Background: an optimization exercise with open tools, aiming at small area and a short achievable clock period. Do not read the settings as production practice. In this exercise RTL edits were held to simulation tests only and were not proved equivalent to the original.

## flow/design.v (module list and top-level ports; edited modules follow where they fit)
// module lng_unit: 419 lines
// module lng_add: 25 lines
// module lng_mtree: 570 lines
module lng_unit (
    input  wire        clk,
    input  wire        rst,         
    input  wire        issue,
    input  wire [5:0]  op,
    input  wire [14:0] m,
    input  wire [39:0] a,
    input  wire [39:0] b,
    input  wire [39:0] acc_lo,      
    input  wire [39:0] acc_hi,      
    input  wire        psn,         
    input  wire [2:0]  slot,
    input  wire [19:0] origin,      
    output wire        ready,
    output wire        done,
    output wire        trap,
    output wire        pair,
    output wire [39:0] r0,
    output wire [39:0] r1,
    output wire [7:0]  cause,
    output wire [17:0] info
);
  // ...
==> flow/run.sh <==
#!/bin/bash
# synth_recipe.tcl (not shown) runs the flow's synth.tcl, then flattens the netlist and writes it again
# the make line also repeats each setting of config.mk as NAME=value (left out here)
make -C /OpenROAD-flow-scripts/flow DESIGN_CONFIG=/design/flow/config.mk WORK_HOME=/design/flow/orfs CLKGATE_MAP_FILE= SYNTH_SCRIPT=/design/flow/synth_recipe.tcl finish
==> flow/config.mk <==
export PLATFORM = sky130hd
export DESIGN_NAME = lng_unit
export DESIGN_NICKNAME = lng_unit
export VERILOG_FILES = /design/flow/design.v
export SDC_FILE = /design/flow/constraint.sdc
export NUM_CORES = 4
export LEC_CHECK = 0
export CAP_MARGIN = 20
export CORE_MARGIN = 2
export CORE_UTILIZATION = 40
export SLEW_MARGIN = 20
==> flow/constraint.sdc <==
create_clock -name core_clock -period 25.0 [get_ports {clk}]
set_input_delay 5.0000 -clock core_clock [delete_from_list [all_inputs] [get_ports {clk}]]
set_output_delay 5.0000 -clock core_clock [all_outputs]
set_load 0.01 [all_outputs]
==> impl_metrics.py, run 1 <==
metrics = {
    "cts": {
        "post-cts-setup-buffer-count": 0,
        "cts_max_level": 2,
        "cts_tree": "done",
        "cts_buffer_depth": 3,
    },
    "cells_and_area": {
        "fillerInstances": 14716,
        "final_cell_mix": "xnor2_1 (748), nor2_1 (738), nand2_1 (693)",
        "layout.cells.non_filler": 9678,
        "n_all_buffers": 711,
        "fin_util_pct": 45.4,
        "design.seq.count": 246,
        "final_area_um2": 65900,
    },
    "place": {
        "place_area_um2": 64500,
        "dp.cells": 9559,
        "routabilityCongestion": 1.10,
    },
    "status": {
        "status": "timing/DRC/antenna clean",
    },
    "synth": {
        "synthCells": 7602,
        "synth_top_area_share_pct": 11.5,
        "synth-adder-area-share_pct": 15.1,
        "synth.area.top_cells": "xnor2_1 (11%), edfxtp_1 (10%), fa_1 (9.2%)",
        "synthMuxAreaShare_pct": 2.88,
    },
    "critical_path": {
        "rr_worst_depth": 34,
        "cp_top_family": "compound AO/OA/AOI/OAI gates",
    },
    "timing": {
        "fin_ws_ps": 13220,
        "post-route-period-util_pct": 47.1,
        "period_needed_ps": 11780,
        "slew_violations": 0,
        "hold_slack_ps": 459,
    },
    "drt": {
        "drt_iter0_drc": 11880,
        "vias_per_cell": 7.01,
        "vias": 67808,
    },
    "global_route": {
        "gr-total-overflow": 0,
        "grt_pass1_vias": 62005,
        "grt_antenna_before_repair": 68,
    },
}
==> module lng_unit, before the edit <==
module lng_unit (
    input  wire        clk,
    input  wire        rst,         
    input  wire        issue,
    input  wire [5:0]  op,
    input  wire [14:0] m,
    input  wire [39:0] a,
    input  wire [39:0] b,
    input  wire [39:0] acc_lo,      
    input  wire [39:0] acc_hi,      
    input  wire        psn,         
    input  wire [2:0]  slot,
    input  wire [19:0] origin,      
    output wire        ready,
    output wire        done,
    output wire        trap,
    output wire        pair,
    output wire [39:0] r0,
    output wire [39:0] r1,
    output wire [7:0]  cause,
    output wire [17:0] info
);
    localparam [3:0] T_EMPTY = 4'd0, T_NAT = 4'd1, T_INT = 4'd2, T_BITS = 4'd3,
                     T_SHORT = 4'd5, T_POISON = 4'd14, T_WIDE = 4'd15;
    localparam [7:0] C_TAGV = 8'h01, C_DIVZ = 8'h0E, C_ILLOP = 8'h0F;
    localparam [3:0] OP_MUL = 4'd0, OP_MULH = 4'd1, OP_MULW = 4'd2, OP_MAC = 4'd3,
                     OP_DIV = 4'd4, OP_DIVU = 4'd5, OP_REM = 4'd6, OP_REMU = 4'd7,
                     OP_CRC = 4'd8, OP_CRCFIN = 4'd9, OP_SQRTU = 4'd10;
    reg         busy, rdy, done_r, trap_r, pair_r;
    reg  [4:0]  cnt;         
    reg  [39:0] xa, xb, xl, xh;
    reg  [3:0]  opq;
    reg  [6:0]  mq;
    reg         psnq;
    reg  [2:0]  slotq;
    reg  [19:0] origq;
    reg         sgn_a;       
    reg  [20:0] bctl;        
    reg         hz, hinv;    
    reg         msel_b;      
    reg         bsign;       
    reg         divz_r;      
    reg         k_c0, k_c1;          
    reg  [2:0]  k_i0;                
    reg  [3:0]  k_tag;               
    reg  [2:0]  k_slot;              
    reg         k_r0, k_r7;          
    assign ready = rdy;
    assign done  = done_r;
    assign trap  = trap_r;
    assign pair  = pair_r;
    assign r0    = xl;
    assign r1    = xh;
    assign cause = {4'd0, k_c1, k_c1, k_c1, k_c0};
    assign info  = {k_r7, k_r7, k_r0, k_slot, k_tag, 5'd0, k_i0};
    wire op_crc_in  = (op == 6'd8);
    wire op_crcx_in = (op == 6'd8) || (op == 6'd9);
    wire illop_in = (op > 6'd10)
                 || (m[14:7] != 8'd0)
                 || (!op_crc_in && m[6])
                 || (!op_crcx_in && (m[5:0] != 6'd0))
                 || (op_crcx_in && m[3] && (m[2:0] != 3'd0))
                 || (op_crc_in && m[5] && m[4]);
    wire [3:0]  ta = xa[39:36];
    wire [3:0]  tb = xb[39:36];
    wire [3:0]  tl = xl[39:36];
    wire [3:0]  th = xh[39:36];
    function [36:0] true_val(input [3:0] t, input [35:0] p);
        begin
            if (t == T_INT)
                true_val = {p[35], p};
            else if (t == T_SHORT)
                true_val = {{21{p[15]}}, p[15:0]};
            else
                true_val = {1'b0, p};
        end
    endfunction
    function is_nis(input [3:0] t);
        is_nis = (t == T_NAT) || (t == T_INT) || (t == T_SHORT);
    endfunction
    function is_ni(input [3:0] t);
        is_ni = (t == T_NAT) || (t == T_INT);
    endfunction
    function is_nbs(input [3:0] t);
        is_nbs = (t == T_NAT) || (t == T_BITS) || (t == T_SHORT);
    endfunction
    function [20:0] booth(input [14:0] w);
        integer j;
        begin
            for (j = 0; j < 7; j = j + 1) begin
                booth[3*j+2] = w[2*j+2] & ~(w[2*j+1] & w[2*j]);
                booth[3*j+1] = (w[2*j+2] & ~w[2*j+1] & ~w[2*j]) | (~w[2*j+2] & w[2*j+1] & w[2*j]);
                booth[3*j]   = w[2*j+1] ^ w[2*j];
            end
        end
    endfunction
    wire is_mul  = (opq[3:2] == 2'b00);
    wire is_div  = (opq[3:2] == 2'b01);
    wire is_crc  = opq[3] && !opq[1];
    wire is_mac  = (opq == OP_MAC);
    wire is_mulh = (opq == OP_MULH);
    wire is_wide = is_mul && opq[1];           
    wire is_rem  = is_div && opq[1];           
    wire [4:0] last = is_mul ? 5'd3 : is_div ? 5'd17 : is_crc ? 5'd1 : 5'd19;
    wire fin = (cnt == last);                  
    reg        pois;
    reg [39:0] pois_w;
    always @* begin
        pois = 1'b0;
        pois_w = xa;
        if (ta == T_POISON) begin
            pois = 1'b1; pois_w = xa;
        end else if (opq != OP_CRCFIN && opq != OP_SQRTU && tb == T_POISON) begin
            pois = 1'b1; pois_w = xb;
        end else if (is_mac && tl == T_POISON) begin
            pois = 1'b1; pois_w = xl;
        end else if (is_mac && th == T_POISON) begin
            pois = 1'b1; pois_w = xh;
        end
    end
    reg       tagv;
    reg [3:0] tv_tag;
    reg [2:0] tv_role;
    always @* begin
        tagv = 1'b0;
        tv_tag = ta;
        tv_role = 3'd0;
        case (opq)
            OP_MUL, OP_MULH, OP_DIV, OP_REM: begin
                if (!is_nis(ta)) begin
                    tagv = 1'b1; tv_tag = ta; tv_role = 3'd0;
                end else if (!is_nis(tb)) begin
                    tagv = 1'b1; tv_tag = tb; tv_role = 3'd1;
                end else if ((ta == T_SHORT) != (tb == T_SHORT)) begin
                    tagv = 1'b1; tv_tag = tb; tv_role = 3'd1;
                end
            end
            OP_MULW, OP_MAC: begin
                if (!is_ni(ta)) begin
                    tagv = 1'b1; tv_tag = ta; tv_role = 3'd0;
                end else if (!is_ni(tb)) begin
                    tagv = 1'b1; tv_tag = tb; tv_role = 3'd1;
                end else if (is_mac && !is_ni(tl)) begin
                    tagv = 1'b1; tv_tag = tl; tv_role = 3'd7;
                end else if (is_mac && th != T_WIDE) begin
                    tagv = 1'b1; tv_tag = th; tv_role = 3'd7;
                end
            end
            OP_DIVU, OP_REMU: begin
                if (ta != T_NAT) begin
                    tagv = 1'b1; tv_tag = ta; tv_role = 3'd0;
                end else if (tb != T_NAT) begin
                    tagv = 1'b1; tv_tag = tb; tv_role = 3'd1;
                end
            end
            OP_CRC: begin
                if (!is_nbs(ta)) begin
                    tagv = 1'b1; tv_tag = ta; tv_role = 3'd0;
                end else if (!is_nbs(tb)) begin
                    tagv = 1'b1; tv_tag = tb; tv_role = 3'd1;
                end
            end
            OP_CRCFIN: begin
                if (!is_nbs(ta)) begin
                    tagv = 1'b1; tv_tag = ta; tv_role = 3'd0;
                end
            end
            default: begin   
                if (ta != T_NAT) begin
                    tagv = 1'b1; tv_tag = ta; tv_role = 3'd0;
                end
            end
        endcase
    end
    wire tv_empty = (tv_tag == T_EMPTY);
    wire short_pair = (ta == T_SHORT);
    wire [3:0] pair_tag = short_pair ? T_SHORT :
                          (ta == T_NAT && tb == T_NAT) ? T_NAT : T_INT;
    wire wide_nat = (ta == T_NAT) && (tb == T_NAT) && (!is_mac || tl == T_NAT);
    wire [36:0] bv = true_val(tb, xb[35:0]);
    wire divz  = is_div && divz_r;           
    wire fault = tagv || divz;
    wire exc   = pois || fault;
    wire ftrap = !pois && fault && !psnq;
    wire [39:0] p_word = {T_POISON, origq, 6'd0, tagv && !tv_empty, tagv && tv_empty,
                          tagv ? C_TAGV : C_DIVZ};
    wire [36:0] av = true_val(ta, xa[35:0]);
    wire [36:0] mand = msel_b ? bv :
                       (is_mulh && short_pair) ? {xa[15], xa[15:0], 20'd0} : av;
    wire [38:0] mand39 = {{2{mand[36]}}, mand};
    wire [41:0] bx = {{5{bv[36]}}, bv};
    reg [272:0] rowe;
    reg [6:0]   rneg;
    reg [38:0]  u;
    integer j, i;
    always @* begin
        for (j = 0; j < 7; j = j + 1) begin
            for (i = 0; i < 39; i = i + 1)
                u[i] = (bctl[3*j] & mand39[i]) | (bctl[3*j+1] & ((i == 0) ? 1'b0 : mand39[i-1]));
            u = u ^ {39{bctl[3*j+2]}};
            rowe[39*j +: 39] = {~u[38], u[37:0]};
            rneg[j] = bctl[3*j+2];
        end
    end
    wire        inc  = !hz && hinv;
    wire [71:0] hrow = hz ? 72'd0 : ({xh[35:0], xl[35:0]} ^ {72{hinv}});
    wire [53:0] tx, ty;
    lng_mtree u_tree (.e(rowe), .h(hrow[51:0]), .ng({rneg[6:1], rneg[0] | inc}), .x(tx), .y(ty));
    wire [53:0] tlow;
    lng_add #(54) u_mcpa (.x(tx), .y(ty), .ci(1'b0), .s(tlow), .co());
    wire [19:0] hup = hrow[71:52];
    wire [19:0] hup_m = hup - 20'd1;
    wire [19:0] hup_p = hup + 20'd1;
    wire [19:0] tup = tlow[53] ? hup_p : tlow[52] ? hup : hup_m;
    wire [71:0] tsum = {tup, tlow[51:0]};
    wire        dci  = ~bsign;
    wire [38:0] dn39 = {3'b111, xb[35:0]};
    wire [38:0] dx   = {1'b0, xl[35:0], xa[35:34]};
    wire [38:0] dt1, dt2, dt3;
    lng_add #(39) u_d1 (.x(dx), .y(dn39),              .ci(dci),  .s(dt1), .co());
    lng_add #(39) u_d2 (.x(dx), .y({dn39[37:0], dci}), .ci(dci),  .s(dt2), .co());
    lng_add #(39) u_d3 (.x(dx), .y(xh[38:0]),          .ci(1'b0), .s(dt3), .co());
    wire [1:0]  dqa = !dt3[38] ? 2'd3 : !dt2[38] ? 2'd2 : !dt1[38] ? 2'd1 : 2'd0;
    wire [35:0] dra = !dt3[38] ? dt3[35:0] : !dt2[38] ? dt2[35:0] :
                      !dt1[38] ? dt1[35:0] : dx[35:0];
    wire [37:0] dy   = {1'b0, dra, xa[33]};
    wire [37:0] dtb;
    lng_add #(38) u_db (.x(dy), .y(dn39[37:0]), .ci(dci), .s(dtb), .co());
    wire [35:0] dr = dtb[37] ? dy[35:0] : dtb[35:0];
    wire [35:0] dq = {xa[32:0], dqa, ~dtb[37]};
    wire [21:0] sq_cat = {xh[19:0], xa[35:34]};
    wire [22:0] sq_dif;
    lng_add #(23) u_sq (.x({1'b0, sq_cat}), .y(~{3'b000, xl[17:0], 2'b01}), .ci(1'b1), .s(sq_dif), .co());
    wire        sq_ge  = ~sq_dif[22];
    wire [19:0] sq_rem = sq_ge ? sq_dif[19:0] : sq_cat[19:0];
    reg [31:0] c_pr, c_t;    
    reg [31:0] c_r0;         
    reg [31:0] c_mask;       
    always @* begin
        case (mq[3:0])
            4'd0:    begin c_pr = 32'h00000007; c_t = 32'hd0ad51c1; c_r0 = {xa[7:0],  24'd0}; c_mask = 32'h000000FF; end
            4'd1:    begin c_pr = 32'h0000001d; c_t = 32'h9303a471; c_r0 = {xa[7:0],  24'd0}; c_mask = 32'h000000FF; end
            4'd2:    begin c_pr = 32'h00004599; c_t = 32'h283a5edf; c_r0 = {xa[14:0], 17'd0}; c_mask = 32'h00007FFF; end
            4'd3:    begin c_pr = 32'h00001021; c_t = 32'h1c581911; c_r0 = {xa[15:0], 16'd0}; c_mask = 32'h0000FFFF; end
            4'd4:    begin c_pr = 32'h00008005; c_t = 32'hcfffbfff; c_r0 = {xa[15:0], 16'd0}; c_mask = 32'h0000FFFF; end
            4'd5:    begin c_pr = 32'h0001685b; c_t = 32'h895e8c87; c_r0 = {xa[16:0], 15'd0}; c_mask = 32'h0001FFFF; end
            4'd6:    begin c_pr = 32'h00102899; c_t = 32'h8af7beff; c_r0 = {xa[20:0], 11'd0}; c_mask = 32'h001FFFFF; end
            4'd7:    begin c_pr = 32'h04c11db7; c_t = 32'hf7011641; c_r0 = xa[31:0];          c_mask = 32'hFFFFFFFF; end
            default: begin c_pr = 32'h1edc6f41; c_t = 32'hdea713f1; c_r0 = xa[31:0];          c_mask = 32'hFFFFFFFF; end
        endcase
    end
    reg [31:0] c_c, c_ulo, c_q, c_low, c_out, c_rev, c_fin;
    reg        c_v;
    integer e, n;
    always @* begin
        for (e = 0; e < 32; e = e + 1) begin
            case (mq[5:4])
                2'd0:    c_c[e] = (e < 8)  ? (c_r0[24+(e%8)]  ^ (mq[6] ? xb[7-(e%8)]   : xb[e%8]))  : 1'b0;
                2'd1:    c_c[e] = (e < 16) ? (c_r0[16+(e%16)] ^ (mq[6] ? xb[15-(e%16)] : xb[e%16])) : 1'b0;
                default: c_c[e] = c_r0[e] ^ (mq[6] ? xb[31-e] : xb[e]);
            endcase
        end
        case (mq[5:4])
            2'd0:    c_ulo = {xa[23:0], 8'd0};
            2'd1:    c_ulo = {xa[15:0], 16'd0};
            default: c_ulo = 32'd0;
        endcase
        for (e = 0; e < 32; e = e + 1) begin
            c_v = 1'b0;
            for (n = 0; n < 32 - e; n = n + 1)
                c_v = c_v ^ (c_t[n] & c_c[e+n]);
            c_q[e] = c_v;
        end
        for (e = 0; e < 32; e = e + 1) begin
            c_v = 1'b0;
            for (n = 0; n <= e; n = n + 1)
                c_v = c_v ^ (c_q[n] & c_pr[e-n]);
            c_low[e] = c_v;
        end
        c_out = (c_ulo ^ c_low) & c_mask;
        for (e = 0; e < 32; e = e + 1)
            c_rev[e] = c_r0[31-e];
        c_fin = (mq[4] ? c_rev : (xa[31:0] & c_mask)) ^ (mq[5] ? c_mask : 32'd0);
    end
    wire [31:0] crc_res = opq[0] ? c_fin : c_out;
    wire [35:0] mul_lo  = {tsum[7:0], xh[35:8]};
    wire [35:0] mul_hi  = tsum[43:8];
    reg  [39:0] res;         
    always @* begin
        case (1'b1)
            is_mul: begin
                if (is_wide)
                    res = {wide_nat ? T_NAT : T_INT, mul_lo};
                else if (is_mulh)
                    res = {pair_tag, short_pair ? {20'd0, mul_hi[15:0]} : mul_hi};
                else
                    res = {pair_tag, short_pair ? {20'd0, mul_lo[15:0]} : mul_lo};
            end
            is_div:  res = {pair_tag, short_pair ? {20'd0, tsum[15:0]} : tsum[35:0]};
            is_crc:  res = {T_BITS, 4'd0, crc_res};
            default: res = {T_NAT, xl[34:0], sq_ge};
        endcase
    end
    wire [20:0] dpat = (cnt == 5'd1) ? {15'd0, ~bv[36], 2'b01, bv[36], 2'b01} :    
                       (cnt == 5'd2) ? {18'd0, sgn_a, 2'b01} :                       
                       is_rem        ? 21'd0 :                                       
                                       {18'd0, sgn_a ^ bsign, 2'b01};                
    always @(posedge clk) begin
        if (!busy) begin
            xa     <= a;
            xb     <= b;
            xl     <= acc_lo;
            xh     <= acc_hi;
            opq    <= op[3:0];
            mq     <= m[6:0];
            psnq   <= psn;
            slotq  <= slot;
            origq  <= origin;
            bctl   <= booth({b[13:0], 1'b0});
            hz     <= (op != 6'd3);
            hinv   <= 1'b0;
            msel_b <= 1'b0;
        end else begin
            bctl   <= is_div ? dpat : booth(cnt[0] ? bx[27:13] : bx[41:27]);
            hz     <= is_div && !(cnt == 5'd16 && is_rem);
            hinv   <= is_div && sgn_a;
            msel_b <= is_div && (cnt == 5'd1);
            if (fin) begin
                if (pois) begin
                    xl <= pois_w;
                    xh <= pois_w;
                end else if (fault) begin
                    xl <= p_word;
                    xh <= p_word;
                end else begin
                    xl <= res;
                    xh <= {T_WIDE, mul_hi};
                end
            end else if (!exc) begin
                if (is_mul) begin
                    xl[35:0] <= tsum[49:14];
                    if (cnt[0])
                        xh[35:0] <= {tsum[13:0], tsum[71:50]};
                    else
                        xh[35:0] <= {tsum[13:0], xh[35:22], tsum[57:50]};
                end else if (is_div) begin
                    if (cnt == 5'd2) begin
                        xh[38:0] <= tsum[38:0];
                        xb[35:0] <= bsign ? bv[35:0] : ~bv[35:0];
                    end else if (cnt == 5'd3) begin
                        xa[35:0] <= tsum[35:0];
                        xl[35:0] <= 36'd0;
                    end else if (cnt >= 5'd4 && cnt <= 5'd15) begin
                        xa[35:0] <= dq;
                        xl[35:0] <= dr;
                    end
                end else begin       
                    if (cnt == 5'd1) begin
                        xl[35:0] <= 36'd0;
                        xh[19:0] <= 20'd0;
                    end else begin
                        xa[35:0] <= {xa[33:0], 2'b00};
                        xl[35:0] <= {xl[34:0], sq_ge};
                        xh[19:0] <= sq_rem;
                    end
                end
            end
        end
    end
    always @(posedge clk) begin
        if (!busy) begin
            k_c0   <= 1'b1;
            k_c1   <= 1'b1;
            k_i0   <= 3'b001;
            k_tag  <= 4'd0;
            k_slot <= slot;
            k_r0   <= 1'b0;
            k_r7   <= 1'b0;
        end else if (fin) begin
            k_c0   <= tagv;
            k_c1   <= !tagv;
            k_i0   <= tagv ? {1'b0, !tv_empty, tv_empty} : opq[2:0];
            k_tag  <= tagv ? tv_tag : 4'd0;
            k_slot <= tagv ? slotq : 3'd0;
            k_r0   <= tagv && (tv_role != 3'd0);
            k_r7   <= tagv && (tv_role == 3'd7);
        end
    end
    always @(posedge clk)
        if (cnt == 5'd1) begin
            sgn_a  <= av[36];
            bsign  <= bv[36];
            divz_r <= (bv == 37'd0);
        end
    always @(posedge clk) begin
        if (!busy)
            cnt <= 5'd1;
        else
            cnt <= cnt + 5'd1;
    end
    always @(posedge clk) begin
        if (rst) begin
            busy   <= 1'b0;
            rdy    <= 1'b1;
            done_r <= 1'b0;
        end else if (!busy) begin
            trap_r <= 1'b1;
            done_r <= issue && illop_in;
            busy   <= issue && !illop_in;
            rdy    <= !(issue && !illop_in);
        end else if (fin) begin
            busy   <= 1'b0;
            rdy    <= 1'b1;
            done_r <= 1'b1;
            trap_r <= ftrap;
            pair_r <= is_wide && !ftrap;
        end
    end
endmodule
==> run 2: changes to the inputs <==
--- a/flow/design.v
+++ b/flow/design.v
@@ -32,19 +32,20 @@
     reg  [3:0]  opq;
     reg  [6:0]  mq;
     reg         psnq;
     reg  [2:0]  slotq;
     reg  [19:0] origq;
     reg         sgn_a;       
     reg  [20:0] bctl;        
     reg         hz, hinv;    
-    reg         msel_b;      
     reg         bsign;       
     reg         divz_r;      
+    reg         sa_int, sa_short, sb_int, sb_short;    
+    reg  [36:0] mand;        
     reg         k_c0, k_c1;          
     reg  [2:0]  k_i0;                
     reg  [3:0]  k_tag;               
     reg  [2:0]  k_slot;              
     reg         k_r0, k_r7;          
     assign ready = rdy;
     assign done  = done_r;
     assign trap  = trap_r;
@@ -92,16 +93,17 @@
                 booth[3*j+1] = (w[2*j+2] & ~w[2*j+1] & ~w[2*j]) | (~w[2*j+2] & w[2*j+1] & w[2*j]);
                 booth[3*j]   = w[2*j+1] ^ w[2*j];
             end
         end
     endfunction
     wire is_mul  = (opq[3:2] == 2'b00);
     wire is_div  = (opq[3:2] == 2'b01);
     wire is_crc  = opq[3] && !opq[1];
+    wire is_sqrt = opq[3] && opq[1];
     wire is_mac  = (opq == OP_MAC);
     wire is_mulh = (opq == OP_MULH);
     wire is_wide = is_mul && opq[1];           
     wire is_rem  = is_div && opq[1];           
     wire [4:0] last = is_mul ? 5'd3 : is_div ? 5'd17 : is_crc ? 5'd1 : 5'd19;
     wire fin = (cnt == last);                  
     reg        pois;
     reg [39:0] pois_w;
@@ -168,30 +170,29 @@
             default: begin   
                 if (ta != T_NAT) begin
                     tagv = 1'b1; tv_tag = ta; tv_role = 3'd0;
                 end
             end
         endcase
     end
     wire tv_empty = (tv_tag == T_EMPTY);
-    wire short_pair = (ta == T_SHORT);
+    wire short_pair = sa_short;
     wire [3:0] pair_tag = short_pair ? T_SHORT :
                           (ta == T_NAT && tb == T_NAT) ? T_NAT : T_INT;
     wire wide_nat = (ta == T_NAT) && (tb == T_NAT) && (!is_mac || tl == T_NAT);
-    wire [36:0] bv = true_val(tb, xb[35:0]);
+    wire [36:0] bv = {sb_int ? xb[35] : sb_short & xb[15], sb_short ? {20{xb[15]}} : xb[35:16], xb[15:0]};
     wire divz  = is_div && divz_r;           
     wire fault = tagv || divz;
     wire exc   = pois || fault;
     wire ftrap = !pois && fault && !psnq;
     wire [39:0] p_word = {T_POISON, origq, 6'd0, tagv && !tv_empty, tagv && tv_empty,
                           tagv ? C_TAGV : C_DIVZ};
-    wire [36:0] av = true_val(ta, xa[35:0]);
-    wire [36:0] mand = msel_b ? bv :
-                       (is_mulh && short_pair) ? {xa[15], xa[15:0], 20'd0} : av;
+    wire [36:0] av = {sa_int ? xa[35] : sa_short & xa[15], sa_short ? {20{xa[15]}} : xa[35:16], xa[15:0]};
+    wire [36:0] mand_n = (is_div && cnt == 5'd1) ? bv : av;
     wire [38:0] mand39 = {{2{mand[36]}}, mand};
     wire [41:0] bx = {{5{bv[36]}}, bv};
     reg [272:0] rowe;
     reg [6:0]   rneg;
     reg [38:0]  u;
     integer j, i;
     always @* begin
         for (j = 0; j < 7; j = j + 1) begin
@@ -199,177 +200,196 @@
                 u[i] = (bctl[3*j] & mand39[i]) | (bctl[3*j+1] & ((i == 0) ? 1'b0 : mand39[i-1]));
             u = u ^ {39{bctl[3*j+2]}};
             rowe[39*j +: 39] = {~u[38], u[37:0]};
             rneg[j] = bctl[3*j+2];
         end
     end
     wire        inc  = !hz && hinv;
     wire [71:0] hrow = hz ? 72'd0 : ({xh[35:0], xl[35:0]} ^ {72{hinv}});
-    wire [53:0] tx, ty;
-    lng_mtree u_tree (.e(rowe), .h(hrow[51:0]), .ng({rneg[6:1], rneg[0] | inc}), .x(tx), .y(ty));
-    wire [53:0] tlow;
-    lng_add #(54) u_mcpa (.x(tx), .y(ty), .ci(1'b0), .s(tlow), .co());
-    wire [19:0] hup = hrow[71:52];
-    wire [19:0] hup_m = hup - 20'd1;
-    wire [19:0] hup_p = hup + 20'd1;
-    wire [19:0] tup = tlow[53] ? hup_p : tlow[52] ? hup : hup_m;
-    wire [71:0] tsum = {tup, tlow[51:0]};
+    wire [71:0] tx, ty, tsum;
+    lng_mtree u_tree (.e(rowe), .h(hrow), .ng({rneg[6:1], rneg[0] | inc}), .x(tx), .y(ty));
+    lng_add #(72) u_mcpa (.x(tx), .y(ty), .ci(1'b0), .s(tsum), .co());
     wire        dci  = ~bsign;
     wire [38:0] dn39 = {3'b111, xb[35:0]};
     wire [38:0] dx   = {1'b0, xl[35:0], xa[35:34]};
     wire [38:0] dt1, dt2, dt3;
-    lng_add #(39) u_d1 (.x(dx), .y(dn39),              .ci(dci),  .s(dt1), .co());
-    lng_add #(39) u_d2 (.x(dx), .y({dn39[37:0], dci}), .ci(dci),  .s(dt2), .co());
-    lng_add #(39) u_d3 (.x(dx), .y(xh[38:0]),          .ci(1'b0), .s(dt3), .co());
+    wire [39:0] dt1w = {dx, 1'b1} + {dn39, dci};
+    assign dt1 = dt1w[39:1];
+    wire [39:0] dt2w = {dx, 1'b1} + {dn39[37:0], dci, dci};
+    assign dt2 = dt2w[39:1];
+    assign dt3 = dx + xh[38:0];
     wire [1:0]  dqa = !dt3[38] ? 2'd3 : !dt2[38] ? 2'd2 : !dt1[38] ? 2'd1 : 2'd0;
     wire [35:0] dra = !dt3[38] ? dt3[35:0] : !dt2[38] ? dt2[35:0] :
                       !dt1[38] ? dt1[35:0] : dx[35:0];
     wire [37:0] dy   = {1'b0, dra, xa[33]};
     wire [37:0] dtb;
-    lng_add #(38) u_db (.x(dy), .y(dn39[37:0]), .ci(dci), .s(dtb), .co());
+    wire [38:0] dtbw = {dy, 1'b1} + {dn39[37:0], dci};
+    assign dtb = dtbw[38:1];
     wire [35:0] dr = dtb[37] ? dy[35:0] : dtb[35:0];
     wire [35:0] dq = {xa[32:0], dqa, ~dtb[37]};
     wire [21:0] sq_cat = {xh[19:0], xa[35:34]};
     wire [22:0] sq_dif;
     lng_add #(23) u_sq (.x({1'b0, sq_cat}), .y(~{3'b000, xl[17:0], 2'b01}), .ci(1'b1), .s(sq_dif), .co());
     wire        sq_ge  = ~sq_dif[22];
     wire [19:0] sq_rem = sq_ge ? sq_dif[19:0] : sq_cat[19:0];
-    reg [31:0] c_pr, c_t;    
+    reg [31:0] ci_r0;        
+    reg [31:0] ci_t;         
+    reg [31:0] ci_c;         
+    integer e, n;
+    always @* begin
+        case (m[3:0])
+            4'd0:    begin ci_t = 32'hd0ad51c1; ci_r0 = {a[7:0],  24'd0}; end
+            4'd1:    begin ci_t = 32'h9303a471; ci_r0 = {a[7:0],  24'd0}; end
+            4'd2:    begin ci_t = 32'h283a5edf; ci_r0 = {a[14:0], 17'd0}; end
+            4'd3:    begin ci_t = 32'h1c581911; ci_r0 = {a[15:0], 16'd0}; end
+            4'd4:    begin ci_t = 32'hcfffbfff; ci_r0 = {a[15:0], 16'd0}; end
+            4'd5:    begin ci_t = 32'h895e8c87; ci_r0 = {a[16:0], 15'd0}; end
+            4'd6:    begin ci_t = 32'h8af7beff; ci_r0 = {a[20:0], 11'd0}; end
+            4'd7:    begin ci_t = 32'hf7011641; ci_r0 = a[31:0];          end
+            default: begin ci_t = 32'hdea713f1; ci_r0 = a[31:0];          end
+        endcase
+        for (e = 0; e < 32; e = e + 1) begin
+            case (m[5:4])
+                2'd0:    ci_c[e] = (e < 8)  ? (ci_r0[24+(e%8)]  ^ (m[6] ? b[7-(e%8)]   : b[e%8]))  : 1'b0;
+                2'd1:    ci_c[e] = (e < 16) ? (ci_r0[16+(e%16)] ^ (m[6] ? b[15-(e%16)] : b[e%16])) : 1'b0;
+                default: ci_c[e] = ci_r0[e] ^ (m[6] ? b[31-e] : b[e]);
+            endcase
+        end
+    end
+    reg [31:0] c_pr;         
     reg [31:0] c_r0;         
     reg [31:0] c_mask;       
     always @* begin
         case (mq[3:0])
-            4'd0:    begin c_pr = 32'h00000007; c_t = 32'hd0ad51c1; c_r0 = {xa[7:0],  24'd0}; c_mask = 32'h000000FF; end
-            4'd1:    begin c_pr = 32'h0000001d; c_t = 32'h9303a471; c_r0 = {xa[7:0],  24'd0}; c_mask = 32'h000000FF; end
-            4'd2:    begin c_pr = 32'h00004599; c_t = 32'h283a5edf; c_r0 = {xa[14:0], 17'd0}; c_mask = 32'h00007FFF; end
-            4'd3:    begin c_pr = 32'h00001021; c_t = 32'h1c581911; c_r0 = {xa[15:0], 16'd0}; c_mask = 32'h0000FFFF; end
-            4'd4:    begin c_pr = 32'h00008005; c_t = 32'hcfffbfff; c_r0 = {xa[15:0], 16'd0}; c_mask = 32'h0000FFFF; end
-            4'd5:    begin c_pr = 32'h0001685b; c_t = 32'h895e8c87; c_r0 = {xa[16:0], 15'd0}; c_mask = 32'h0001FFFF; end
-            4'd6:    begin c_pr = 32'h00102899; c_t = 32'h8af7beff; c_r0 = {xa[20:0], 11'd0}; c_mask = 32'h001FFFFF; end
-            4'd7:    begin c_pr = 32'h04c11db7; c_t = 32'hf7011641; c_r0 = xa[31:0];          c_mask = 32'hFFFFFFFF; end
-            default: begin c_pr = 32'h1edc6f41; c_t = 32'hdea713f1; c_r0 = xa[31:0];          c_mask = 32'hFFFFFFFF; end
+            4'd0:    begin c_pr = 32'h00000007; c_r0 = {xa[7:0],  24'd0}; c_mask = 32'h000000FF; end
+            4'd1:    begin c_pr = 32'h0000001d; c_r0 = {xa[7:0],  24'd0}; c_mask = 32'h000000FF; end
+            4'd2:    begin c_pr = 32'h00004599; c_r0 = {xa[14:0], 17'd0}; c_mask = 32'h00007FFF; end
+            4'd3:    begin c_pr = 32'h00001021; c_r0 = {xa[15:0], 16'd0}; c_mask = 32'h0000FFFF; end
+            4'd4:    begin c_pr = 32'h00008005; c_r0 = {xa[15:0], 16'd0}; c_mask = 32'h0000FFFF; end
+            4'd5:    begin c_pr = 32'h0001685b; c_r0 = {xa[16:0], 15'd0}; c_mask = 32'h0001FFFF; end
+            4'd6:    begin c_pr = 32'h00102899; c_r0 = {xa[20:0], 11'd0}; c_mask = 32'h001FFFFF; end
+            4'd7:    begin c_pr = 32'h04c11db7; c_r0 = xa[31:0];          c_mask = 32'hFFFFFFFF; end
+            default: begin c_pr = 32'h1edc6f41; c_r0 = xa[31:0];          c_mask = 32'hFFFFFFFF; end
         endcase
     end
-    reg [31:0] c_c, c_ulo, c_q, c_low, c_out, c_rev, c_fin;
-    reg        c_v;
-    integer e, n;
+    reg [31:0] tp_x, tp_f, tp_y;
+    reg        tp_v;
     always @* begin
+        for (e = 0; e < 32; e = e + 1)
+            tp_x[e] = busy ? xl[31-e] : ci_c[31-e];
+        tp_f = busy ? c_pr : ci_t;
         for (e = 0; e < 32; e = e + 1) begin
-            case (mq[5:4])
-                2'd0:    c_c[e] = (e < 8)  ? (c_r0[24+(e%8)]  ^ (mq[6] ? xb[7-(e%8)]   : xb[e%8]))  : 1'b0;
-                2'd1:    c_c[e] = (e < 16) ? (c_r0[16+(e%16)] ^ (mq[6] ? xb[15-(e%16)] : xb[e%16])) : 1'b0;
-                default: c_c[e] = c_r0[e] ^ (mq[6] ? xb[31-e] : xb[e]);
-            endcase
+            tp_v = 1'b0;
+            for (n = 0; n <= e; n = n + 1)
+                tp_v = tp_v ^ (tp_x[n] & tp_f[e-n]);
+            tp_y[e] = tp_v;
         end
+    end
+    reg [31:0] c_ulo, c_out, c_rev, c_fin;
+    always @* begin
         case (mq[5:4])
             2'd0:    c_ulo = {xa[23:0], 8'd0};
             2'd1:    c_ulo = {xa[15:0], 16'd0};
             default: c_ulo = 32'd0;
         endcase
-        for (e = 0; e < 32; e = e + 1) begin
-            c_v = 1'b0;
-            for (n = 0; n < 32 - e; n = n + 1)
-                c_v = c_v ^ (c_t[n] & c_c[e+n]);
-            c_q[e] = c_v;
-        end
-        for (e = 0; e < 32; e = e + 1) begin
-            c_v = 1'b0;
-            for (n = 0; n <= e; n = n + 1)
-                c_v = c_v ^ (c_q[n] & c_pr[e-n]);
-            c_low[e] = c_v;
-        end
-        c_out = (c_ulo ^ c_low) & c_mask;
+        c_out = (c_ulo ^ tp_y) & c_mask;
         for (e = 0; e < 32; e = e + 1)
             c_rev[e] = c_r0[31-e];
         c_fin = (mq[4] ? c_rev : (xa[31:0] & c_mask)) ^ (mq[5] ? c_mask : 32'd0);
     end
     wire [31:0] crc_res = opq[0] ? c_fin : c_out;
+    wire        ok     = !exc;
+    wire        w_pois = fin && pois;
+    wire        w_flt  = fin && !pois && fault;
+    wire        w_mlo  = fin && ok && is_mul && !is_mulh;        
+    wire        w_mhi  = fin && ok && is_mulh && !short_pair;
+    wire        w_mhs  = fin && ok && is_mulh && short_pair;        
+    wire        w_dres = fin && ok && is_div;
+    wire        w_crc  = fin && ok && is_crc;
+    wire        w_sq   = ok && is_sqrt && (cnt != 5'd1);           
+    wire        w_msh  = !fin && ok && is_mul;                     
+    wire        w_dr   = !fin && ok && is_div && (cnt >= 5'd4) && (cnt <= 5'd15);
+    wire        w_clr  = !fin && ok && ((is_div && cnt == 5'd3) || (is_sqrt && cnt == 5'd1));
+    wire        w_hold = !(w_pois || w_flt || w_mlo || w_mhi || w_mhs || w_dres || w_crc || w_sq ||
+                           w_msh || w_dr || w_clr);
+    wire        mask_hi = short_pair && !is_wide;                  
+    wire [3:0]  res_tag = is_wide ? (wide_nat ? T_NAT : T_INT) :
+                          is_crc  ? T_BITS :
+                          is_sqrt ? T_NAT : pair_tag;
     wire [35:0] mul_lo  = {tsum[7:0], xh[35:8]};
     wire [35:0] mul_hi  = tsum[43:8];
-    reg  [39:0] res;         
-    always @* begin
-        case (1'b1)
-            is_mul: begin
-                if (is_wide)
-                    res = {wide_nat ? T_NAT : T_INT, mul_lo};
-                else if (is_mulh)
-                    res = {pair_tag, short_pair ? {20'd0, mul_hi[15:0]} : mul_hi};
-                else
-                    res = {pair_tag, short_pair ? {20'd0, mul_lo[15:0]} : mul_lo};
-            end
-            is_div:  res = {pair_tag, short_pair ? {20'd0, tsum[15:0]} : tsum[35:0]};
-            is_crc:  res = {T_BITS, 4'd0, crc_res};
-            default: res = {T_NAT, xl[34:0], sq_ge};
-        endcase
-    end
+    wire [35:0] hi_keep = {{20{!mask_hi}}, 16'hFFFF};
+    wire [35:0] xl_p = ({36{w_mlo}}  & mul_lo & hi_keep)
+                     | ({36{w_mhi}}  & mul_hi)
+                     | ({36{w_mhs}}  & {20'd0, tsum[3:0], xh[35:24]})
+                     | ({36{w_dres}} & tsum[35:0] & hi_keep)
+                     | ({36{w_crc}}  & {4'd0, crc_res})
+                     | ({36{w_sq}}   & {xl[34:0], sq_ge})
+                     | ({36{w_msh}}  & tsum[49:14])
+                     | ({36{w_dr}}   & dr)
+                     | ({36{w_pois}} & pois_w[35:0])
+                     | ({36{w_flt}}  & p_word[35:0])
+                     | ({36{w_hold}} & xl[35:0]);
+    wire [3:0]  xl_t = w_pois ? pois_w[39:36] : w_flt ? T_POISON : fin ? res_tag : tl;
+    wire        x_mp1  = !fin && ok && is_mul && cnt[0];           
+    wire        x_mp2  = !fin && ok && is_mul && !cnt[0];          
+    wire        x_m3   = !fin && ok && is_div && (cnt == 5'd2);    
+    wire        x_fin  = fin && ok;
+    wire        x_sq   = ok && is_sqrt;
+    wire        x_hold = !(w_pois || w_flt || x_fin || x_mp1 || x_mp2 || x_m3 || x_sq);
+    wire [35:0] xh_p = ({36{x_mp1}}  & {tsum[13:0], tsum[71:50]})
+                     | ({36{x_mp2}}  & {tsum[13:0], xh[35:22], tsum[57:50]})
+                     | ({36{x_m3}}   & tsum[35:0])
+                     | ({36{x_fin}}  & mul_hi)
+                     | ({36{x_sq}}   & {xh[35:20], (cnt == 5'd1) ? 20'd0 : sq_rem})
+                     | ({36{w_pois}} & pois_w[35:0])
+                     | ({36{w_flt}}  & p_word[35:0])
+                     | ({36{x_hold}} & xh[35:0]);
+    wire [3:0]  xh_t = w_pois ? pois_w[39:36] : w_flt ? T_POISON : x_m3 ? {th[3], tsum[38:36]} :
+                       x_fin ? T_WIDE : th;
     wire [20:0] dpat = (cnt == 5'd1) ? {15'd0, ~bv[36], 2'b01, bv[36], 2'b01} :    
                        (cnt == 5'd2) ? {18'd0, sgn_a, 2'b01} :                       
                        is_rem        ? 21'd0 :                                       
                                        {18'd0, sgn_a ^ bsign, 2'b01};                
     always @(posedge clk) begin
         if (!busy) begin
-            xa     <= a;
-            xb     <= b;
-            xl     <= acc_lo;
-            xh     <= acc_hi;
-            opq    <= op[3:0];
-            mq     <= m[6:0];
-            psnq   <= psn;
-            slotq  <= slot;
-            origq  <= origin;
-            bctl   <= booth({b[13:0], 1'b0});
-            hz     <= (op != 6'd3);
-            hinv   <= 1'b0;
-            msel_b <= 1'b0;
+            xa       <= a;
+            xb       <= b;
+            xl       <= (op == 6'd8) ? {acc_lo[39:32], tp_y} : acc_lo;    
+            xh       <= acc_hi;
+            opq      <= op[3:0];
+            mq       <= m[6:0];
+            psnq     <= psn;
+            slotq    <= slot;
+            origq    <= origin;
+            sa_int   <= (a[39:36] == T_INT);
+            sa_short <= (a[39:36] == T_SHORT);
+            sb_int   <= (b[39:36] == T_INT);
+            sb_short <= (b[39:36] == T_SHORT);
+            mand     <= {(a[39:36] == T_INT) ? a[35] : (a[39:36] == T_SHORT) & a[15],
+                         (a[39:36] == T_SHORT) ? {20{a[15]}} : a[35:16], a[15:0]};
+            bctl     <= booth({b[13:0], 1'b0});
+            hz       <= (op != 6'd3);
+            hinv     <= 1'b0;
         end else begin
             bctl   <= is_div ? dpat : booth(cnt[0] ? bx[27:13] : bx[41:27]);
             hz     <= is_div && !(cnt == 5'd16 && is_rem);
             hinv   <= is_div && sgn_a;
-            msel_b <= is_div && (cnt == 5'd1);
-            if (fin) begin
-                if (pois) begin
-                    xl <= pois_w;
-                    xh <= pois_w;
-                end else if (fault) begin
-                    xl <= p_word;
-                    xh <= p_word;
-                end else begin
-                    xl <= res;
-                    xh <= {T_WIDE, mul_hi};
-                end
-            end else if (!exc) begin
-                if (is_mul) begin
-                    xl[35:0] <= tsum[49:14];
-                    if (cnt[0])
-                        xh[35:0] <= {tsum[13:0], tsum[71:50]};
-                    else
-                        xh[35:0] <= {tsum[13:0], xh[35:22], tsum[57:50]};
-                end else if (is_div) begin
-                    if (cnt == 5'd2) begin
-                        xh[38:0] <= tsum[38:0];
-                        xb[35:0] <= bsign ? bv[35:0] : ~bv[35:0];
-                    end else if (cnt == 5'd3) begin
-                        xa[35:0] <= tsum[35:0];
-                        xl[35:0] <= 36'd0;
-                    end else if (cnt >= 5'd4 && cnt <= 5'd15) begin
-                        xa[35:0] <= dq;
-                        xl[35:0] <= dr;
-                    end
-                end else begin       
-                    if (cnt == 5'd1) begin
-                        xl[35:0] <= 36'd0;
-                        xh[19:0] <= 20'd0;
-                    end else begin
-                        xa[35:0] <= {xa[33:0], 2'b00};
-                        xl[35:0] <= {xl[34:0], sq_ge};
-                        xh[19:0] <= sq_rem;
-                    end
-                end
-            end
+            mand   <= mand_n;
+            xl     <= {xl_t, xl_p};
+            xh     <= {xh_t, xh_p};
+            if (ok && is_div && cnt == 5'd2)
+                xb[35:0] <= bsign ? bv[35:0] : ~bv[35:0];
+            if (ok && is_div && cnt == 5'd3)
+                xa[35:0] <= tsum[35:0];
+            else if (w_dr)
+                xa[35:0] <= dq;
+            else if (ok && is_sqrt && cnt != 5'd1)
+                xa[35:0] <= {xa[33:0], 2'b00};
         end
     end
     always @(posedge clk) begin
         if (!busy) begin
             k_c0   <= 1'b1;
             k_c1   <= 1'b1;
             k_i0   <= 3'b001;
             k_tag  <= 4'd0;
@@ -439,20 +459,20 @@
                     pp[i] = pp[i] & pp[(i & ~(2*d - 1)) + d - 1];
                 end
     end
     assign s  = p ^ {gg[W-2:0], ci};
     assign co = gg[W-1];
 endmodule
 module lng_mtree (
     input  wire [272:0] e,
-    input  wire [51:0]  h,
+    input  wire [71:0]  h,
     input  wire [6:0]   ng,
-    output wire [53:0]  x,
-    output wire [53:0]  y
+    output wire [71:0]  x,
+    output wire [71:0]  y
 );
     wire t1 = h[8] ^ ng[4];
     wire t2 = h[8] & ng[4];
     wire t3 = h[9] ^ e[9];
     wire t4 = h[9] & e[9];
     wire t5 = h[10] ^ ng[5] ^ e[10];
     wire t6 = (h[10] & ng[5]) | (h[10] & e[10]) | (ng[5] & e[10]);
     wire t7 = e[47] ^ e[84];
@@ -1004,11 +1024,51 @@
     wire t553 = t452 ^ t453 ^ e[270];
     wire t554 = (t452 & t453) | (t452 & e[270]) | (t453 & e[270]);
     wire t555 = t454 ^ t455 ^ e[271];
     wire t556 = (t454 & t455) | (t454 & e[271]) | (t455 & e[271]);
     wire t557 = t456 ^ h[50] ^ e[272];
     wire t558 = (t456 & h[50]) | (t456 & e[272]) | (h[50] & e[272]);
     wire t559 = 1'b1 ^ h[51];
     wire t560 = 1'b1 & h[51];
-    assign x = {1'b0, t560, t558, t556, t554, t552, t550, t548, t546, t544, t542, t540, t538, t536, t534, t532, t530, t528, t526, t524, t522, t520, t518, t516, t514, t512, t510, t508, t506, t504, t502, t500, t498, t496, t494, t492, t490, t488, t486, t484, t482, t480, t478, t476, t474, t472, t470, t468, t466, t464, t462, t460, t458, t457};
-    assign y = {1'b0, 1'b0, t559, t557, t555, t553, t551, t549, t547, t545, t543, t541, t539, t537, t535, t533, t531, t529, t527, t525, t523, t521, t519, t517, t515, t513, t511, t509, t507, t505, t503, t501, t499, t497, t495, t493, t491, t489, t487, t485, t483, t481, t479, t477, t475, t473, t471, t469, t467, t465, t463, t461, t459, e[0]};
+    wire t561 = 1'b1 ^ h[52];
+    wire t562 = 1'b1 & h[52];
+    wire t563 = 1'b1 ^ h[53];
+    wire t564 = 1'b1 & h[53];
+    wire t565 = 1'b1 ^ h[54];
+    wire t566 = 1'b1 & h[54];
+    wire t567 = 1'b1 ^ h[55];
+    wire t568 = 1'b1 & h[55];
+    wire t569 = 1'b1 ^ h[56];
+    wire t570 = 1'b1 & h[56];
+    wire t571 = 1'b1 ^ h[57];
+    wire t572 = 1'b1 & h[57];
+    wire t573 = 1'b1 ^ h[58];
+    wire t574 = 1'b1 & h[58];
+    wire t575 = 1'b1 ^ h[59];
+    wire t576 = 1'b1 & h[59];
+    wire t577 = 1'b1 ^ h[60];
+    wire t578 = 1'b1 & h[60];
+    wire t579 = 1'b1 ^ h[61];
+    wire t580 = 1'b1 & h[61];
+    wire t581 = 1'b1 ^ h[62];
+    wire t582 = 1'b1 & h[62];
+    wire t583 = 1'b1 ^ h[63];
+    wire t584 = 1'b1 & h[63];
+    wire t585 = 1'b1 ^ h[64];
+    wire t586 = 1'b1 & h[64];
+    wire t587 = 1'b1 ^ h[65];
+    wire t588 = 1'b1 & h[65];
+    wire t589 = 1'b1 ^ h[66];
+    wire t590 = 1'b1 & h[66];
+    wire t591 = 1'b1 ^ h[67];
+    wire t592 = 1'b1 & h[67];
+    wire t593 = 1'b1 ^ h[68];
+    wire t594 = 1'b1 & h[68];
+    wire t595 = 1'b1 ^ h[69];
+    wire t596 = 1'b1 & h[69];
+    wire t597 = 1'b1 ^ h[70];
+    wire t598 = 1'b1 & h[70];
+    wire t599 = 1'b1 ^ h[71];
+    wire t600 = 1'b1 & h[71];
+    assign x = {t598, t596, t594, t592, t590, t588, t586, t584, t582, t580, t578, t576, t574, t572, t570, t568, t566, t564, t562, t560, t558, t556, t554, t552, t550, t548, t546, t544, t542, t540, t538, t536, t534, t532, t530, t528, t526, t524, t522, t520, t518, t516, t514, t512, t510, t508, t506, t504, t502, t500, t498, t496, t494, t492, t490, t488, t486, t484, t482, t480, t478, t476, t474, t472, t470, t468, t466, t464, t462, t460, t458, t457};
+    assign y = {t599, t597, t595, t593, t591, t589, t587, t585, t583, t581, t579, t577, t575, t573, t571, t569, t567, t565, t563, t561, t559, t557, t555, t553, t551, t549, t547, t545, t543, t541, t539, t537, t535, t533, t531, t529, t527, t525, t523, t521, t519, t517, t515, t513, t511, t509, t507, t505, t503, t501, t499, t497, t495, t493, t491, t489, t487, t485, t483, t481, t479, t477, t475, t473, t471, t469, t467, t465, t463, t461, t459, e[0]};
 endmodule
==> flow/config.mk (replaced) <==
export PLATFORM = sky130hd
export DESIGN_NAME = lng_unit
export DESIGN_NICKNAME = lng_unit
export VERILOG_FILES = /design/flow/design.v
export SDC_FILE = /design/flow/constraint.sdc
export NUM_CORES = 4
export LEC_CHECK = 0
export ABC_AREA = 1
export CAP_MARGIN = 20
export CORE_MARGIN = 2
export CORE_UTILIZATION = 40
export SLEW_MARGIN = 20
==> run 2 against run 1 <==
Still clean on timing, DRC and antenna; via count up 5.0%; flip-flop and latch count up 39; cell count up 12%.
==> impl_metrics.py, run 2 <==
metrics = {
    "global_route": {
        "grt_max_degree": 99,
        "grt_pass1_vias": 63782,
        "gr-total-overflow": 0,
        "grt.total_usage_pct": 52.0,
        "grt_pass1_wl_mm": 528,
        "grt_antenna_before_repair": 74,
    },
    "drt": {
        "drtPass1Iterations": 10,
        "drt_iter0_drc": 12156,
        "vias_per_cell": 6.54,
        "ant_nets": 0,
        "vias": 71205,
        "drc": 0,
        "routed_wl_mm": 392,
        "drt-wirelength-per-cell_um": 36.0,
    },
    "floorplan": {
        "io_pins": 318,
        "core_area_um2": 141000,
        "die_w_um": 380,
        "design.die.area_um2": 145000,
        "std_cell_rows": 138,
        "die_h_um": 380,
        "start_util_pct": 40.2,
    },
    "critical_path": {
        "crit_path_start_kind": "flip-flop",
        "reg2reg_slack_ps": 15150,
        "cp.arrival_ps": 10410,
        "critPathKind": "flip-flop to flip-flop",
        "cp_slowest_cell": "clkinv_1",
        "cp_top_family": "simple AND/OR/NAND/NOR gates",
        "r2r-start": "xh[0]",
        "worst_setup_path_end_kind": "flip-flop",
        "path_buf_inv": 3,
        "reg2reg_to": "xl[28]",
        "max_stage_delay_ps": 900,
        "rr_worst_depth": 36,
        "crit_fanout": 58,
        "path_common_cell": "nand2_1",
        "cp.required_ps": 25560,
    },
    "synth": {
        "synth_top_area_share_pct": 12.5,
        "synth_edf_count": 134,
        "synth_most_common_cell": "nand2_1",
        "yosys.area.top_type": "nand2_1",
        "synth-seq-cells": 285,
        "yosysWarningCount": 3,
        "synth_cell_types": 83,
        "synth_top_cells_by_count": "nand2_1 (1886), inv_1 (1096), o21ai_0 (655)",
        "postSynthAreaPerCell_um2": 6.44,
        "synthCells": 8801,
        "async_flop_share_pct": 0,
        "synth.area.top_cells": "nand2_1 (12%), xor2_1 (9.3%), fa_1 (8.7%)",
        "syn-cell-area_um2": 56700,
        "synthFlopType": "dfxtp_1",
        "yosysSeqAreaShare_pct": 12.4,
    },
    "cells_and_area": {
        "final_cell_mix": "nand2_1 (1884), inv_1 (1096), o21ai_0 (652)",
        "fillerInstances": 15069,
        "final_common_cell": "nand2_1",
        "fin_util_pct": 44.8,
        "nNetsFinal": 9651,
        "layout.cells.non_filler": 10885,
        "seqCellArea_um2": 7060,
        "multi_input_comb_area_um2": 43000,
        "area_delta_synth_final_pct": 11.5,
        "drive_gt1_share_pct": 6.23,
    },
    "cts": {
        "cts-root-buf": "clkbuf_16",
        "cts_buffer_depth": 3,
        "cts_tree": "done",
        "cts.clk_slew.worst_paths_ps": 80,
        "cts.sinks": 285,
        "cts_made_buffers": 39,
        "post_cts_resized": 0,
        "post-cts-setup-buffer-count": 0,
        "postCtsHoldBufs": 0,
        "cts_max_level": 2,
        "clk_latency_ps": 680,
    },
    "timing": {
        "skew_ps": 47.3,
        "max_freq_ghz": 0.102,
        "worst_slew_pin_slew_ps": 1340,
        "period_needed_ps": 9850,
        "finalHoldViolCount": 0,
        "finalSetupViolCount": 0,
        "slew_violations": 0,
        "fin_ws_ps": 15150,
        "setup-tns-final_ps": 0,
        "rsz0062_at_grt": "false",
        "post-route-period-util_pct": 39.4,
        "slew_headroom_pct": 9.63,
    },
    "run": {
        "maxCapViolCount": 0,
    },
    "worst_hold_path": {
        "hp-start": "cnt[0]",
        "min_path_type": "flip-flop to flip-flop",
        "min_path_cells": 1,
        "hold_end": "cnt[0]",
    },
    "place": {
        "dp.cells": 10746,
        "hpwl_mm": 300,
        "routabilityCongestion": 1.17,
        "io_buffers": 308,
        "dp_slack_ps": 15060,
    },
    "status": {
        "status": "timing/DRC/antenna clean",
    },
}
## run 2: cell types whose count changed in the layout (fill, tap and decap cells not counted), moves of 242 or more
| cell | change |
|---|---|
| inv_1 | +702 |
| nand2_1 | +1191 |
| a22oi_1 | -287 |
| nand3_1 | +287 |
| o21ai_0 | +290 |
| o22ai_1 | +242 |
| xnor2_1 | -582 |
| xor2_1 | +246 |
## run 2: logic make-up (layout without fill, tap and decap cells)
kind of cell	Yosys count	in the layout	share of synthesized area, %
AOI/OAI and AO/OA	2176	2176	23.0
xor gates and xnor gates	773	773	12.0
adders and majority gates	545	545	15.3
buffers and inverters	1664	1783	11.9
DFF	285	285	12.4
other	1	76	0.00662
and+or+nand+nor	3357	3357	25.3
## run 2: final cells by class
cell class,instances,area share [%]
Clock inverter,22,0.376
Multi-Input combinational cell,6860,68.1
Sequential cell,285,11.2
Clock buffer,49,1.72
Timing Repair Buffer,538,7.63
Tap cell,1890,3.74
Inverter,1174,6.98
Antenna cell,67,0.265
## run 2: how the worst max path moves through the flow
stage	from	to	slack, ps	cells past startpoint
2_1_floorplan	m[0]	xl[16]	17270	27
3_3_place_gp	m[3]	xl[29]	15130	29
3_5_place_dp	m[3]	xl[29]	15060	29
4_1_cts	m[3]	xl[29]	15680	29
5_1_grt	xh[0]	xl[28]	15030	36
6_report	xh[0]	xl[28]	15150	36
## run 2: per-stage QoR
stage	hold WS, ps	instance area [um2]
CTS	398	63000
floorplan	427	56700
detailed placement	383	61700
global route	437	63100
finish	398	63200
global placement	374	61700
## run 2: per-layer routing
layer | track usage, % | vias to the layer above | wire length (um)
met4 | 41.5 | 40 | 38800
met3 | 22.4 | 1502 | 58000
met1 | 62.7 | 33909 | 142000
li1 | - | 29711 | -
met5 | 0 | - | 264
met2 | 71.3 | 6043 | 153000
## run 2: worst register-to-register path, delay by kind of cell, from the launching register on
family / cells / cell delay [ps]
buffers and inverters: 3 / 2000
DFF: 1 / 670
and+or+nand+nor: 22 / 3860
AOI/OAI and AO/OA: 8 / 1870
adders and majority gates: 3 / 1360
==> run 3: changes to the inputs <==
--- a/flow/design.v
+++ b/flow/design.v
@@ -40,7 +40,7 @@
     reg         bsign;       
     reg         divz_r;      
     reg         sa_int, sa_short, sb_int, sb_short;    
-    reg  [36:0] mand;        
+    reg         msel_b;      
     reg         k_c0, k_c1;          
     reg  [2:0]  k_i0;                
     reg  [3:0]  k_tag;               
@@ -187,7 +187,7 @@
     wire [39:0] p_word = {T_POISON, origq, 6'd0, tagv && !tv_empty, tagv && tv_empty,
                           tagv ? C_TAGV : C_DIVZ};
     wire [36:0] av = {sa_int ? xa[35] : sa_short & xa[15], sa_short ? {20{xa[15]}} : xa[35:16], xa[15:0]};
-    wire [36:0] mand_n = (is_div && cnt == 5'd1) ? bv : av;
+    wire [36:0] mand = msel_b ? bv : av;
     wire [38:0] mand39 = {{2{mand[36]}}, mand};
     wire [41:0] bx = {{5{bv[36]}}, bv};
     reg [272:0] rowe;
@@ -212,18 +212,15 @@
     wire [38:0] dn39 = {3'b111, xb[35:0]};
     wire [38:0] dx   = {1'b0, xl[35:0], xa[35:34]};
     wire [38:0] dt1, dt2, dt3;
-    wire [39:0] dt1w = {dx, 1'b1} + {dn39, dci};
-    assign dt1 = dt1w[39:1];
-    wire [39:0] dt2w = {dx, 1'b1} + {dn39[37:0], dci, dci};
-    assign dt2 = dt2w[39:1];
-    assign dt3 = dx + xh[38:0];
+    lng_add #(39) u_d1 (.x(dx), .y(dn39),              .ci(dci),  .s(dt1), .co());
+    lng_add #(39) u_d2 (.x(dx), .y({dn39[37:0], dci}), .ci(dci),  .s(dt2), .co());
+    lng_add #(39) u_d3 (.x(dx), .y(xh[38:0]),          .ci(1'b0), .s(dt3), .co());
     wire [1:0]  dqa = !dt3[38] ? 2'd3 : !dt2[38] ? 2'd2 : !dt1[38] ? 2'd1 : 2'd0;
     wire [35:0] dra = !dt3[38] ? dt3[35:0] : !dt2[38] ? dt2[35:0] :
                       !dt1[38] ? dt1[35:0] : dx[35:0];
     wire [37:0] dy   = {1'b0, dra, xa[33]};
     wire [37:0] dtb;
-    wire [38:0] dtbw = {dy, 1'b1} + {dn39[37:0], dci};
-    assign dtb = dtbw[38:1];
+    lng_add #(38) u_db (.x(dy), .y(dn39[37:0]), .ci(dci), .s(dtb), .co());
     wire [35:0] dr = dtb[37] ? dy[35:0] : dtb[35:0];
     wire [35:0] dq = {xa[32:0], dqa, ~dtb[37]};
     wire [21:0] sq_cat = {xh[19:0], xa[35:34]};
@@ -365,8 +362,7 @@
             sa_short <= (a[39:36] == T_SHORT);
             sb_int   <= (b[39:36] == T_INT);
             sb_short <= (b[39:36] == T_SHORT);
-            mand     <= {(a[39:36] == T_INT) ? a[35] : (a[39:36] == T_SHORT) & a[15],
-                         (a[39:36] == T_SHORT) ? {20{a[15]}} : a[35:16], a[15:0]};
+            msel_b   <= 1'b0;
             bctl     <= booth({b[13:0], 1'b0});
             hz       <= (op != 6'd3);
             hinv     <= 1'b0;
@@ -374,7 +370,7 @@
             bctl   <= is_div ? dpat : booth(cnt[0] ? bx[27:13] : bx[41:27]);
             hz     <= is_div && !(cnt == 5'd16 && is_rem);
             hinv   <= is_div && sgn_a;
-            mand   <= mand_n;
+            msel_b <= is_div && (cnt == 5'd1);
             xl     <= {xl_t, xl_p};
             xh     <= {xh_t, xh_p};
             if (ok && is_div && cnt == 5'd2)
--- a/flow/config.mk
+++ b/flow/config.mk
@@ -6,7 +6,7 @@
 export NUM_CORES = 4
 export LEC_CHECK = 0
 export ABC_AREA = 1
-export CAP_MARGIN = 20
+export CAP_MARGIN = 50
 export CORE_MARGIN = 2
-export CORE_UTILIZATION = 40
-export SLEW_MARGIN = 20
+export CORE_UTILIZATION = 50
+export SLEW_MARGIN = 60
==> run 3 against run 2 <==
Now fails the layout checks on antenna violations; utilization increased by 12 points; first-iteration DRC count rose by 2.3%.
==> impl_metrics.py, run 3 <==
metrics = {
    "critical_path": {
        "path_common_cell": "nand2_1",
        "reg2reg_slack_ps": 15660,
        "crit_path_start_kind": "input port",
        "worst_setup_path_end_kind": "flip-flop",
        "path_buf_inv": 6,
        "cp_slowest_cell": "clkdlybuf4s50_1",
        "crit_fanout": 24,
        "cp_top_family": "simple AND/OR/NAND/NOR gates",
        "cp.arrival_ps": 10480,
        "cp.required_ps": 25550,
        "critPathKind": "input port to flip-flop",
        "max_stage_delay_ps": 680,
    },
    "synth": {
        "async_flop_share_pct": 0,
        "synth_top_area_share_pct": 12.8,
        "yosys.area.top_type": "nand2_1",
        "syn-cell-area_um2": 53700,
        "synth_cell_types": 82,
        "synthFlopType": "edfxtp_1",
        "synthCells": 8293,
        "synth_edf_count": 134,
        "synth_most_common_cell": "nand2_1",
        "postSynthAreaPerCell_um2": 6.48,
        "synth_top_cells_by_count": "nand2_1 (1835), inv_1 (1089), nor2_1 (635)",
        "synth-seq-cells": 249,
        "yosysSeqAreaShare_pct": 11.8,
        "synth.area.top_cells": "nand2_1 (13%), fa_1 (10%), xor2_1 (9.7%)",
        "yosysWarningCount": 5,
    },
    "status": {
        "check.faults": "antenna violations",
        "status": "complete, but fails checks",
    },
    "cts": {
        "cts.clk_slew.worst_paths_ps": 80,
        "cts_tree": "done",
        "cts_buffer_depth": 3,
        "cts-root-buf": "clkbuf_16",
        "post-cts-setup-buffer-count": 0,
        "clk_latency_ps": 680,
        "cts_max_level": 2,
        "post_cts_resized": 0,
        "cts_made_buffers": 36,
        "cts.sinks": 249,
        "postCtsHoldBufs": 0,
    },
    "global_route": {
        "grt_pass1_vias": 61214,
        "grt_pass1_wl_mm": 463,
        "grt.total_usage_pct": 58.7,
        "grt_antenna_before_repair": 62,
        "gr-total-overflow": 0,
        "grt_max_degree": 74,
    },
    "place": {
        "routabilityCongestion": 1.23,
        "dp_slack_ps": 15010,
        "io_buffers": 308,
        "hpwl_mm": 248,
    },
    "timing": {
        "max_freq_ghz": 0.101,
        "rsz0062_at_grt": "false",
        "hold_slack_ps": 431,
        "finalSetupViolCount": 0,
        "finalHoldViolCount": 0,
        "slew_violations": 0,
        "fin_ws_ps": 15070,
        "slew_headroom_pct": 50.1,
        "period_needed_ps": 9930,
        "setup-tns-final_ps": 0,
        "post-route-period-util_pct": 39.7,
        "worst_slew_pin_slew_ps": 748,
        "skew_ps": 53.0,
    },
    "drt": {
        "drtPass1Iterations": 14,
        "ant_nets": 1,
        "vias": 68516,
        "routed_wl_mm": 336,
        "drt_iter0_drc": 12433,
        "vias_per_cell": 6.90,
        "drc": 0,
        "drt-wirelength-per-cell_um": 33.8,
    },
    "floorplan": {
        "design.die.area_um2": 110000,
        "std_cell_rows": 120,
        "core_area_um2": 107000,
        "start_util_pct": 50.3,
        "die_w_um": 332,
        "io_pins": 318,
        "die_h_um": 332,
    },
    "run": {
        "maxCapViolCount": 0,
    },
    "cells_and_area": {
        "final_cell_mix": "nand2_1 (1810), inv_1 (1055), nor2_1 (620)",
        "final_common_cell": "nand2_1",
        "nNetsFinal": 9196,
        "area_delta_synth_final_pct": 12.7,
        "drive_gt1_share_pct": 7.98,
        "fillerInstances": 10543,
        "fin_util_pct": 56.7,
    },
    "worst_hold_path": {
        "min_path_type": "flip-flop to flip-flop",
    },
}
[run 3: cell count changes after synthesis, moves of 20 or more]
cell / before / now
o21ai_0: 655 / 506
nor3_1: 58 / 79
nand4_1: 83 / 47
nand3b_1: 55 / 26
nand2_1: 1886 / 1835
o22ai_1: 334 / 311
o311ai_0: 28 / 8
fa_1: 245 / 268
a21oi_1: 569 / 465
dfxtp_1: 151 / 115
[run 3: worst register-to-register path, delay by kind of cell, from the launching register on]
| kind | cells | cell delay, ps |
|---|---|---|
| compound gates | 9 | 1900 |
| fa+ha+maj | 3 | 1000 |
| buf+inv | 5 | 1240 |
| simple gates | 34 | 4610 |
| flops | 1 | 500 |
[run 3: final timing paths]
check	startpoint	endpoint	depth (start not counted)
worst min-delay path	cnt[0]	cnt[0]	1
worst min register to register	cnt[0]	cnt[0]	1
worst max register to register	xa[34]	xl[25]	51
worst max-delay path	m[2]	xl[30]	32
[run 3: cell families after synthesis]
group | after synthesis | share of synthesized area, %
DFF | 249 | 11.8
adders and majority gates | 562 | 16.8
AOI/OAI and AO/OA | 1855 | 21.1
and+or+nand+nor | 3216 | 25.2
buffers and inverters | 1638 | 12.4
other | 1 | 0.00698
xor gates and xnor gates | 771 | 12.7
muxes | 1 | 0.0186
[run 3: final cells by class]
| class | instances | area, um2 | share of cell area [%] |
|---|---|---|---|
| multi-input combinational | 6414 | 41500 | 68.5 |
| antenna | 78 | 195 | 0.322 |
| inverter | 1154 | 4370 | 7.22 |
| clock buffer | 45 | 966 | 1.60 |
| clock inverter | 21 | 186 | 0.308 |
| timing repair buffer | 571 | 5210 | 8.60 |
| sequential | 249 | 6360 | 10.5 |
| tap | 1403 | 1760 | 2.90 |
[run 3: routing by layer]
metal  share of wire (%)  global-route usage (%)  routed length (um)  vias to the layer above
met4                  12                    52.6               40200                       38
met3                  17                    31.6               57100                     2211
met1                  33                    65.2              110000                    31507
met5                0.19                    2.34                 638                        -
met2                  38                    79.9              128000                     6948
li1                    -                       -                   -                    27812
[run 3: through the flow]
step / std cells / instance area, um2
after global placement: 9751 / 58100
final: 9935 / 60500
after detailed placement: 9771 / 58800
after CTS: 9837 / 59900
after floorplan: 8301 / 53700
after global routing: 9868 / 60400

separate check: timing with driven ports:
The results above use ideal ports. As a check the final layouts listed here were re-extracted and re-timed, cells and wires unchanged. Step 1 assumes that a clkbuf_16 drives the clock port and a buf_2 every other input. Step 2 also shifts input and output timing later by t, the mid clock arrival at the registers, as if the neighbouring blocks saw the same clock. a / b / c = ideal / step 1 / step 2; a / b = the first two.
| run | t, ns | setup slack, ns | worst setup path at the end | cell pins on the clock port's net |
|---|---|---|---|---|
| run 1 | 0.704 | 13.220 / 13.220 / 13.220 | register to register | 1 |
| run 2 | 0.728 | 15.151 / 15.151 / 14.795 | input to register | 1 |
| run 3 | 0.728 | 15.074 / 15.118 / 14.389 | input to register | 1 |
For run 3, which loses most, drivers alone change the setup slack by +0.044 ns; drivers and shift together by -0.685 ns.
